This is an optimization exercise on Yosys and OpenROAD, whose aim is small area and a short achievable clock period, not a production implementation. Function was checked by simulation only, so behaviour that the tests miss may differ from the original.

==> flow/design.v (excerpt) <==
module chk_unit (
    input  wire        clk,
    input  wire        rst,           
    input  wire        wr_cfg,        
    input  wire        wr_init,       
    input  wire        wr_value,      
    input  wire [31:0] wdata,
    input  wire        s_valid,
    input  wire [63:0] s_data,        
    input  wire [2:0]  s_nbm1,        
    input  wire        s_last,        
    input  wire        s_check,       
    output wire [1:0]  code,
    output wire [31:0] value,
    output wire [31:0] result,
    output wire        residue_ok,
    output wire [15:0] fail_cnt,
    output wire [15:0] refused_cnt
);
Size in the first run: ~2000 cells after synthesis, roughly 70 flip-flops, ~210 I/O pins, roughly 16000 µm² of cells after synthesis.
export LEC_CHECK = 0
export CAP_MARGIN = 20
export CORE_MARGIN = 2
export CORE_UTILIZATION = 62
export SETUP_SLACK_MARGIN = 2
export SLEW_MARGIN = 20
export DONT_USE_CELLS = sky130_fd_sc_hd__xor3_1 sky130_fd_sc_hd__xor3_2 sky130_fd_sc_hd__xor3_4 sky130_fd_sc_hd__xnor3_1 sky130_fd_sc_hd__xnor3_2 sky130_fd_sc_hd__xnor3_4 sky130_fd_sc_hd__xnor2_2 sky130_fd_sc_hd__xnor2_4 sky130_fd_sc_hd__xor2_2 sky130_fd_sc_hd__xor2_4
export BUFFER_PORTS_ARGS = -buffer_cell sky130_fd_sc_hd__buf_1
create_clock -name core_clock -period 25.0 [get_ports {clk}]
standard.sh (not shown) runs the stock make flow with config.mk's settings and CLKGATE_MAP_FILE= SYNTH_SCRIPT=/design/flow/synth_recipe.tcl, a recipe that flattens the netlist after the stock synthesis.
==> flow/flow/run.sh <==
#!/bin/bash
# Standard layout (the standard.sh) with these changes:
#  - no three-input XOR cells (two XOR2 are smaller than one XOR3 here), and
#    XOR2 cells only in their smallest size (synthesis upsizes them for a
#    delay target far below the clock period);
#  - ports buffered with the smallest buffer instead of a delay buffer;
#  - the timing repair aims for more setup slack than the design's margin.
set -euo pipefail
cat >> config.mk <<'EOC'
export DONT_USE_CELLS = sky130_fd_sc_hd__xor3_1 sky130_fd_sc_hd__xor3_2 sky130_fd_sc_hd__xor3_4 sky130_fd_sc_hd__xnor3_1 sky130_fd_sc_hd__xnor3_2 sky130_fd_sc_hd__xnor3_4 sky130_fd_sc_hd__xnor2_2 sky130_fd_sc_hd__xnor2_4 sky130_fd_sc_hd__xor2_2 sky130_fd_sc_hd__xor2_4
export BUFFER_PORTS_ARGS = -buffer_cell sky130_fd_sc_hd__buf_1
EOC
bash standard.sh SETUP_SLACK_MARGIN=${MARGIN:-15} finish > standard.log 2>&1
Next try:
- PLACE_DENSITY: not set -> 0.8
Outcome: Hold slack improved by 0.027 ns. Cell count stays flat. Global-route usage came out higher by 1.7 points. Area after synthesis does not change. Core utilization is lower by 0.22 points.


Another version of the RTL of chk_unit (not shown whole).
Size in the first run: about 2000 cells after synthesis, about 70 flip-flops, about 210 I/O pins, about 16000 sq um of cells after synthesis.
Settings: LEC_CHECK=0, CAP_MARGIN=20, CORE_MARGIN=2, CORE_UTILIZATION=58, SETUP_SLACK_MARGIN=2, SLEW_MARGIN=40, DONT_USE_CELLS=sky130_fd_sc_hd__xor3_1 sky130_fd_sc_hd__xor3_2 sky130_fd_sc_hd__xor3_4 sky130_fd_sc_hd__xnor3_1 sky130_fd_sc_hd__xnor3_2 sky130_fd_sc_hd__xnor3_4, BUFFER_PORTS_ARGS=-buffer_cell sky130_fd_sc_hd__buf_1; clock period 25.0 ns.
==> flow/flow/run.sh <==
#!/bin/bash
# Standard layout (the standard.sh) with these changes:
#  - synthesis uses no three-input XOR cells (two XOR2 are smaller than one
#    XOR3 here) and XOR2 cells only in their smallest size (synthesis upsizes
#    them for a delay target far below the clock period); after synthesis the
#    XOR2 sizes are allowed again, for the timing repair to use where needed;
#  - ports buffered with the smallest buffer instead of a delay buffer;
#  - the timing repair aims for more setup slack than the design's margin.
set -euo pipefail
cp config.mk config_base.mk
XOR3="sky130_fd_sc_hd__xor3_1 sky130_fd_sc_hd__xor3_2 sky130_fd_sc_hd__xor3_4 sky130_fd_sc_hd__xnor3_1 sky130_fd_sc_hd__xnor3_2 sky130_fd_sc_hd__xnor3_4"
XOR2="sky130_fd_sc_hd__xnor2_2 sky130_fd_sc_hd__xnor2_4 sky130_fd_sc_hd__xor2_2 sky130_fd_sc_hd__xor2_4"
{ cat config_base.mk
  echo "export DONT_USE_CELLS = $XOR3 $XOR2"
  echo "export BUFFER_PORTS_ARGS = -buffer_cell sky130_fd_sc_hd__buf_1"; } > config.mk
bash standard.sh SETUP_SLACK_MARGIN=${MARGIN:-16} synth > standard_synth.log 2>&1
{ cat config_base.mk
  echo "export DONT_USE_CELLS = $XOR3"
  echo "export BUFFER_PORTS_ARGS = -buffer_cell sky130_fd_sc_hd__buf_1"; } > config.mk
bash standard.sh SETUP_SLACK_MARGIN=${MARGIN:-16} finish > standard.log 2>&1
Next try:
==> flow/flow/run.sh (replaced) <==
#!/bin/bash
# Standard layout (the standard.sh) with these changes:
#  - no three-input XOR cells (two XOR2 are smaller than one XOR3 here), and
#    XOR2 cells only in their smallest size (synthesis upsizes them for a
#    delay target far below the clock period);
#  - ports buffered with the smallest buffer instead of a delay buffer;
#  - the timing repair aims for more setup slack than the design's margin.
set -euo pipefail
cat >> config.mk <<'EOC'
export DONT_USE_CELLS = sky130_fd_sc_hd__xor3_1 sky130_fd_sc_hd__xor3_2 sky130_fd_sc_hd__xor3_4 sky130_fd_sc_hd__xnor3_1 sky130_fd_sc_hd__xnor3_2 sky130_fd_sc_hd__xnor3_4 sky130_fd_sc_hd__xnor2_2 sky130_fd_sc_hd__xnor2_4 sky130_fd_sc_hd__xor2_2 sky130_fd_sc_hd__xor2_4
export BUFFER_PORTS_ARGS = -buffer_cell sky130_fd_sc_hd__buf_1
export GPL_KEEP_OVERFLOW = 0
EOC
bash standard.sh SETUP_SLACK_MARGIN=${MARGIN:-15} finish > standard.log 2>&1
- CORE_UTILIZATION: 58 -> 62
- DONT_USE_CELLS: sky130_fd_sc_hd__xor3_1 sky130_fd_sc_hd__xor3_2 sky130_fd_sc_hd__xor3_4 sky130_fd_sc_hd__xnor3_1 sky130_fd_sc_hd__xnor3_2 sky130_fd_sc_hd__xnor3_4 -> sky130_fd_sc_hd__xor3_1 sky130_fd_sc_hd__xor3_2 sky130_fd_sc_hd__xor3_4 sky130_fd_sc_hd__xnor3_1 sky130_fd_sc_hd__xnor3_2 sky130_fd_sc_hd__xnor3_4 sky130_fd_sc_hd__xnor2_2 sky130_fd_sc_hd__xnor2_4 sky130_fd_sc_hd__xor2_2 sky130_fd_sc_hd__xor2_4
- GPL_KEEP_OVERFLOW: not set -> 0
Synthesized cell count is unchanged; core utilization increases by 4.6 points; worst setup slack got worse by 0.91 ns.

## re-timing with driven ports
Ports are ideal in the flow. The routed layouts listed here were re-timed in OpenROAD. Step 1: set_driving_cell puts a clkbuf_16 on clk and a buf_2 on each other input, an assumption about the parent block. Step 2 moves the port delays by t, midway between the first and last clock arrival at a register: inputs arrive t later, outputs are due t later. That takes back most of the time a late clock gives input paths. Slacks: no drivers / after step 1 / after step 2; pairs: no drivers / after step 1.
| run | shift t [ns] | setup WS [ns] | hold WS [ns] | latest minus earliest clock arrival (ns) |
|---|---|---|---|---|
| the first run of note 1 | 0.382 | 14.910 / 14.934 / 14.552 | 0.542 / 0.542 / 0.542 | 0.008 / 0.008 |
| the second run of note 1 | 0.374 | 14.817 / 14.836 / 14.461 | 0.570 / 0.570 / 0.570 | 0.005 / 0.005 |
| the first run of note 2 | 0.385 | 15.932 / 15.960 / 15.575 | 0.539 / 0.539 / 0.539 | 0.005 / 0.005 |
| the second run of note 2 | 0.381 | 15.019 / 15.044 / 14.663 | 0.532 / 0.532 / 0.532 | 0.010 / 0.010 |
After both steps every run listed still meets setup and hold. For the first run of note 1, which loses most, drivers alone change the setup slack by +0.024 ns; drivers and shift together by -0.358 ns.
